This design comes from an exercise in tuning for small area, a short achievable clock period and few clock cycles on the open sky130 flow, not from production work. Only simulation tests tie the RTL to the original design; equivalence was not proved. Power is estimated from default activity; no workload was simulated.

==> flow/design.v (excerpt) <==
module rcu_tile_coder (
    input  wire        clk,
    input  wire        rst_n,
    input  wire        cfg_valid,
    output wire        cfg_ready,
    input  wire [5:0]  cfg_tw,
    input  wire [5:0]  cfg_th,
    input  wire        cfg_p2,
    input  wire        in_valid,
    output wire        in_ready,
    input  wire [24:0] in_data,
    output wire        out_valid,
    input  wire        out_ready,
    output wire [31:0] out_data,
    output wire        out_last,
    output wire [15:0] out_nbits
);
Settings: LEC_CHECK=0, CAP_MARGIN=20, CORE_MARGIN=2, CORE_UTILIZATION=40, PLACE_DENSITY=0.6, SLEW_MARGIN=20; clock period 20.0 ns.
standard.sh (not shown) runs the stock make flow with config.mk's settings and CLKGATE_MAP_FILE= SYNTH_SCRIPT=/design/flow/synth_recipe.tcl, a recipe that flattens the netlist after the stock synthesis.
==> flow/flow/run.sh <==
#!/bin/bash
# The standard layout (standard.sh, unchanged synthesis and steps), with
# sky130_fd_sc_hd__buf_4 as the buffer that buffer_ports puts on every input
# and output port instead of the default cell. The make output goes to
# standard.log; each ORFS step keeps its own log under orfs/logs.
set -euo pipefail
bash standard.sh "BUFFER_PORTS_ARGS=-buffer_cell sky130_fd_sc_hd__buf_4" finish > standard.log 2>&1
Testbench counts at the start, summed over its fixed seeds: cycles 114,327.
Edit:
--- a/flow/design.v
+++ b/flow/design.v
@@ -27,17 +27,19 @@
         rst_q <= rst_n;
     assign cfg_ready = cp_rdy;
     wire cfg_fire = cfg_valid & cp_rdy;
     reg  stall;
     wire stall_n;
     wire adv = ~stall;
+    reg        v0;
+    reg [24:0] x0;
     reg        in_rdy;       
     assign in_ready = in_rdy;
     wire in_fire = in_valid & in_rdy;
-    wire        v0 = in_fire;
-    wire [24:0] x0 = in_data;
+    wire s0_take = adv | ~v0;
+    wire v0_n    = s0_take ? in_fire : v0;
     reg [4:0]  ci, cj;
     reg [5:0]  wp, rp;
     reg [7:0]  rph, rpl;     
     wire [6:0] len7   = ca_p2 ? {ca_tw, 1'b0} : {1'b0, ca_tw};      
     wire       top0   = ca_p2 ? (ci[4:1] == 4'd0) : (ci == 5'd0);
     wire       left0  = ca_p2 ? (cj[4:1] == 4'd0) : (cj == 5'd0);
@@ -51,23 +53,24 @@
     wire [6:0] wpx    = {1'b0, wp} + 7'd1;
     wire [5:0] wp_nx  = (wpx == len7) ? 6'd0 : wpx[5:0];
     wire [6:0] rpx    = {1'b0, rp} + 7'd1;
     wire [5:0] rp_nx  = (rpx == len7) ? 6'd0 : rpx[5:0];
     wire [5:0] rp_cp  = cp_tw1 ? 6'd0 : (cp_p2 ? 6'd2 : 6'd1);
     wire go0 = adv & v0;             
-    wire vac0   = ~ca_v | (go0 & tlast0);           
-    wire ca_v_n = vac0 ? cp_v : ca_v;
-    wire [5:0] rp_tk = (~ca_v | tlast0) ? rp_cp : rp_nx;
-    wire       rp_en = ~ca_v | go0;
     always @(posedge clk) begin
-        if (!rst_q)
-            in_rdy <= 1'b0;
-        else
-            in_rdy <= ~stall_n & ca_v_n;
+        if (!rst_q) begin
+            v0     <= 1'b0;
+            in_rdy <= 1'b1;
+        end else begin
+            v0     <= v0_n;
+            in_rdy <= ~(stall_n & v0_n);
+        end
         if (!rst_n)
             in_rdy <= 1'b0;
+        if (s0_take)
+            x0 <= in_data;
     end
     always @(posedge clk) begin
         if (!rst_q) begin
             ca_v <= 1'b0;
             cp_rdy <= 1'b1;
             ci   <= 5'd0;
@@ -78,25 +81,27 @@
                 cp_rdy <= 1'b0;
                 cp_tw  <= cfg_tw;
                 cp_th  <= cfg_th;
                 cp_p2  <= cfg_p2;
                 cp_tw1 <= (cfg_tw == 6'd1);
             end
-            if (vac0) begin
+            if (!ca_v || (go0 && tlast0)) begin
                 ca_v   <= cp_v;
                 ca_tw  <= cp_tw;
                 ca_th  <= cp_th;
                 ca_p2  <= cp_p2;
                 ca_tw1 <= cp_tw1;
+                rp     <= rp_cp;
+                rph    <= 8'd1;
+                rpl    <= 8'd1 << rp_cp[2:0];
                 if (cp_v)
                     cp_rdy <= 1'b1;
-            end
-            if (rp_en) begin
-                rp  <= rp_tk;
-                rph <= 8'd1 << rp_tk[5:3];
-                rpl <= 8'd1 << rp_tk[2:0];
+            end else if (go0) begin
+                rp  <= rp_nx;
+                rph <= 8'd1 << rp_nx[5:3];
+                rpl <= 8'd1 << rp_nx[2:0];
             end
             if (go0) begin
                 if (tlast0) begin
                     ci <= 5'd0;
                     cj <= 5'd0;
                     wp <= 6'd0;
@@ -165,13 +170,13 @@
             pred0 = lt_ab ? a : b;
         else if (c_le_mn)
             pred0 = lt_ab ? b : a;
         else
             pred0 = grad;
     end
-    wire rs0  = ~top0 & ~left0 & runok0 & eq_ab & eq_bc;
+    wire rs0  = ~top0 & ~left0 & runok0 & eq_ab & eq_bc & (c == d);
     wire eqa0 = (s == a);
     reg        v1;
     reg [24:0] pred1;
     wire [24:0] s1 = ha1;    
     reg        rs1, eqa1, lcol1, tlast1;
     reg [1:0]  ctx1;
@@ -191,13 +196,13 @@
     end
     wire [25:0] e1 = {s1[24], s1} - {pred1[24], pred1};
     wire [25:0] m1 = {e1[24:0], 1'b0} ^ {26{e1[25]}};      
     reg        run_act;
     reg [5:0]  run_len;
     wire go1       = adv & v1;
-    wire in_run    = run_act | (rs1 & (hd1 == hd3));
+    wire in_run    = run_act | rs1;
     wire run_hit   = in_run & eqa1;
     wire run_end   = in_run & (~run_hit | lcol1);
     wire run_go    = in_run & run_hit & ~lcol1;
     wire [5:0] run_r = run_hit ? run_len + 6'd1 : run_len;
     always @(posedge clk) begin
         if (!rst_q) begin
@@ -205,37 +210,41 @@
             run_len <= 6'd0;
         end else if (go1) begin
             run_act <= run_go;
             run_len <= run_go ? run_r : 6'd0;
         end
     end
+    wire [24:0] u1   = m1[25:1];                           
+    wire        clp1 = (|u1[24:16]) | (m1[0] & (&u1[15:0]));
+    wire [15:0] ue1  = clp1 ? 16'hFFFF : u1[15:0];
+    wire        uc1  = m1[0] & ~clp1;
     reg        v2;
     reg [25:0] m2;
     reg [24:0] s2;
+    reg [15:0] ue2;
+    reg        uc2;
     reg [1:0]  ctx2;
     reg        tlast2, hc2, he2;
     reg [5:0]  w2;
     always @(posedge clk) begin
         if (!rst_q)
             v2 <= 1'b0;
         else if (adv)
             v2 <= v1;
         if (adv) begin
             m2     <= m1;
             s2     <= s1;
+            ue2    <= ue1;
+            uc2    <= uc1;
             ctx2   <= ctx1;
             tlast2 <= tlast1;
             hc2    <= ~run_hit;
             he2    <= run_end;
             w2     <= run_r + 6'd4;
         end
     end
-    wire [24:0] u2   = m2[25:1];                           
-    wire        clp2 = (|u2[24:16]) | (m2[0] & (&u2[15:0]));
-    wire [15:0] ue2  = clp2 ? 16'hFFFF : u2[15:0];
-    wire        uc2  = m2[0] & ~clp2;
     reg [22:0] cam1 [0:3];
     reg [5:0]  cn   [0:3];
     reg  [22:0] ar;
     reg  [5:0]  nr;
     wire [22:0] asum = ar + {7'd0, ue2} + {22'd0, uc2};
     wire        halve = (nr == 6'd63);
The changed run passed the timing, design-rule and antenna checks.
Non-clock buffer count grows by 22.
Sequential cell count grows by 43.
First-iteration DRC count grows by 1.4%.
Clock skew is about the same.
Critical path depth shrinks by 3.
Wire length shrinks by 2.6%.
Final area grows by 2.1%.
Worst hold slack is about the same.
Fmax grows by 16%.
Total power grows by 2.5%.
Testbench counts after the change, summed over its fixed seeds: cycles 114,327.

P:
Another version of the RTL of rcu_tile_coder (not shown whole).
Size in the first run: ~2400 flip-flops, roughly 95 I/O pins, roughly 0.11 mm² of cells after synthesis.
export LEC_CHECK = 0
export CAP_MARGIN = 20
export CORE_MARGIN = 2
export CORE_UTILIZATION = 40
export PLACE_DENSITY = 0.6
export SLEW_MARGIN = 20
create_clock -name core_clock -period 20.0 [get_ports {clk}]
run.sh (not shown) runs the stock make flow with config.mk's settings and CLKGATE_MAP_FILE= SYNTH_SCRIPT=/design/flow/synth_recipe.tcl, a recipe that flattens the netlist after the stock synthesis.
Stock flow here: none of the scripts above is used.
Testbench counts of P, summed over its fixed seeds: cycles 114,207.
diff inputs: P => Q
--- a/flow/design.v
+++ b/flow/design.v
@@ -18,30 +18,31 @@
     integer n;
     reg        ca_v, cp_v;
     reg [5:0]  ca_tw, ca_th, cp_tw, cp_th;
     reg        ca_p2, cp_p2;
     reg        ca_tw1, cp_tw1;       
     reg rst_q;
     always @(posedge clk)
         rst_q <= rst_n;
-    assign cfg_ready = ~cp_v & rst_q;
-    wire cfg_fire = cfg_valid & ~cp_v & rst_q;
+    assign cfg_ready = ~cp_v;
+    wire cfg_fire = cfg_valid & ~cp_v;
     reg  stall;
     wire stall_n;
     wire adv = ~stall;
     reg        v0;
     reg [24:0] x0;
-    reg        isk_v;
-    reg [24:0] isk_d;
-    assign in_ready = ~isk_v & rst_q;
-    wire in_fire = in_valid & ~isk_v & rst_q;
+    reg        in_rdy;       
+    assign in_ready = in_rdy;
+    wire in_fire = in_valid & in_rdy;
     wire s0_take = adv | ~v0;
+    wire v0_n    = s0_take ? in_fire : v0;
     reg [4:0]  ci, cj;
     reg [5:0]  wp, rp;
+    reg [7:0]  rph, rpl;     
     wire [6:0] len7   = ca_p2 ? {ca_tw, 1'b0} : {1'b0, ca_tw};      
     wire       top0   = ca_p2 ? (ci[4:1] == 4'd0) : (ci == 5'd0);
     wire       left0  = ca_p2 ? (cj[4:1] == 4'd0) : (cj == 5'd0);
     wire [6:0] jp     = {2'b0, cj} + (ca_p2 ? 7'd2 : 7'd1);
     wire       runok0 = (jp < {1'b0, ca_tw});
     wire       lcol0  = ({1'b0, cj} == ca_tw - 6'd1);
     wire       lrow0  = ({1'b0, ci} == ca_th - 6'd1);
     wire       tlast0 = lcol0 & lrow0;
@@ -50,28 +51,26 @@
     wire [6:0] wpx    = {1'b0, wp} + 7'd1;
     wire [5:0] wp_nx  = (wpx == len7) ? 6'd0 : wpx[5:0];
     wire [6:0] rpx    = {1'b0, rp} + 7'd1;
     wire [5:0] rp_nx  = (rpx == len7) ? 6'd0 : rpx[5:0];
     wire [5:0] rp_cp  = cp_tw1 ? 6'd0 : (cp_p2 ? 6'd2 : 6'd1);
     wire go0 = adv & v0;             
     always @(posedge clk) begin
         if (!rst_q) begin
-            v0    <= 1'b0;
-            isk_v <= 1'b0;
-        end else if (s0_take) begin
-            v0    <= isk_v | in_fire;
-            isk_v <= 1'b0;
-        end else if (in_fire) begin
-            isk_v <= 1'b1;
+            v0     <= 1'b0;
+            in_rdy <= 1'b1;
+        end else begin
+            v0     <= v0_n;
+            in_rdy <= ~(stall_n & v0_n);
         end
+        if (!rst_n)
+            in_rdy <= 1'b0;
         if (s0_take)
-            x0 <= isk_v ? isk_d : in_data;
-        if (!s0_take && in_fire)
-            isk_d <= in_data;
+            x0 <= in_data;
     end
     always @(posedge clk) begin
         if (!rst_q) begin
             ca_v <= 1'b0;
             cp_v <= 1'b0;
             ci   <= 5'd0;
             cj   <= 5'd0;
             wp   <= 6'd0;
@@ -85,20 +84,24 @@
             end
             if (!ca_v || (go0 && tlast0)) begin
                 ca_v   <= cp_v;
                 ca_tw  <= cp_tw;
                 ca_th  <= cp_th;
                 ca_p2  <= cp_p2;
                 ca_tw1 <= cp_tw1;
                 rp     <= rp_cp;
+                rph    <= 8'd1;
+                rpl    <= 8'd1 << rp_cp[2:0];
                 if (cp_v)
                     cp_v <= 1'b0;
             end else if (go0) begin
-                rp <= rp_nx;
+                rp  <= rp_nx;
+                rph <= 8'd1 << rp_nx[5:3];
+                rpl <= 8'd1 << rp_nx[2:0];
             end
             if (go0) begin
                 if (tlast0) begin
                     ci <= 5'd0;
                     cj <= 5'd0;
                     wp <= 6'd0;
                 end else begin
                     wp <= wp_nx;
@@ -106,28 +109,30 @@
                         cj <= 5'd0;
                         ci <= ci + 5'd1;
                     end else begin
                         cj <= cj + 5'd1;
                     end
                 end
             end
         end
+        if (!rst_n)
+            cp_v <= 1'b1;
     end
     reg [24:0] lb [0:63];
     always @(posedge clk) begin
         for (n = 0; n < 64; n = n + 1)
-            if (v0 && wp == n)           
+            if (wp == n)         
                 lb[n] <= x0;
     end
     reg [24:0] rd0;
     always @(*) begin
         rd0 = 25'd0;
         for (n = 0; n < 64; n = n + 1)
-            if (rp == n)
+            if (rph[n >> 3] && rpl[n & 7])
                 rd0 = rd0 | lb[n];
     end
     wire [24:0] d0 = tw1 ? x0 : rd0;
     reg [24:0] ha1, ha2, hd1, hd2, hd3, hd4;
     always @(posedge clk) begin
         if (go0) begin
             ha1 <= x0;
             ha2 <= ca_p2 ? ha1 : x0;
@@ -447,23 +452,25 @@
             out_v <= 1'b0;
             sk_v  <= 1'b0;
         end else if (!out_v || out_ready) begin
             out_v <= sk_v | emit;
             sk_v  <= 1'b0;
         end else if (emit) begin
             sk_v  <= 1'b1;
         end
+        if (!rst_n)
+            out_v <= 1'b0;
         if (!out_v || out_ready) begin
             out_d  <= sk_v ? sk_d  : word;
             out_l  <= sk_v ? sk_l  : wlast;
             out_nb <= sk_v ? sk_nb : nbo;
         end else if (!sk_v) begin
             sk_d  <= word;
             sk_l  <= wlast;
             sk_nb <= nbo;
         end
     end
-    assign out_valid = out_v & rst_q;    
+    assign out_valid = out_v;
     assign out_data  = out_d;
     assign out_last  = out_l;
     assign out_nbits = out_nb;
 endmodule
Notes after the runs:
- Diff Q..P | die outline width | negligible
- Q vs. P: met1 global-route usage now smaller; cell area neither gained nor lost much; sequential cell count decreased by 0.37% relative to the old numbers; share of the final layout cell area in sequential cells flat.
- Q vs P, fraction of power consumed by the clock network went up by 0.2 points.
- Between Q and P, the cell area after technology mapping does not differ in any meaningful way.
- Looking at number of library cell types mapped by synthesis, Q sits 1.1% lower than P does.
Testbench counts of Q, summed over its fixed seeds: cycles 114,207.

[what the ideal ports hide]
How much do the figures lean on ideal ports? The routed layouts below were timed once more, with nothing changed but the port constraints.
Step 1 sets driving cells, clkbuf_16 on the clock port and buf_2 on the other inputs (assumed; they add their load-dependent delay and slew).
Step 2 moves the port delays by t, midway between the first and last clock arrival at a register: inputs arrive t later, outputs are due t later. That takes back most of the time a late clock gives input paths.
a / b / c = no drivers / after step 1 / after step 2; a / b = the first two.
run | t, ns | setup WS [ns] | worst data-port slew with drivers (ns) | pins driven straight from the clock port
the first run of note 1 | 0.973 | 13.618 / 13.682 / 12.709 | 0.19 | 1
the second run of note 1 | 0.994 | 14.521 / 14.424 / 14.219 | 0.15 | 1
P | 0.958 | 13.224 / 13.127 / 13.195 | 0.07 | 1
Q | 0.960 | 13.983 / 13.882 / 13.264 | 0.13 | 1
After both steps setup and hold are still met in every run listed. For the first run of note 1, which loses most, drivers alone change the setup slack by +0.064 ns; drivers and shift together by -0.909 ns.
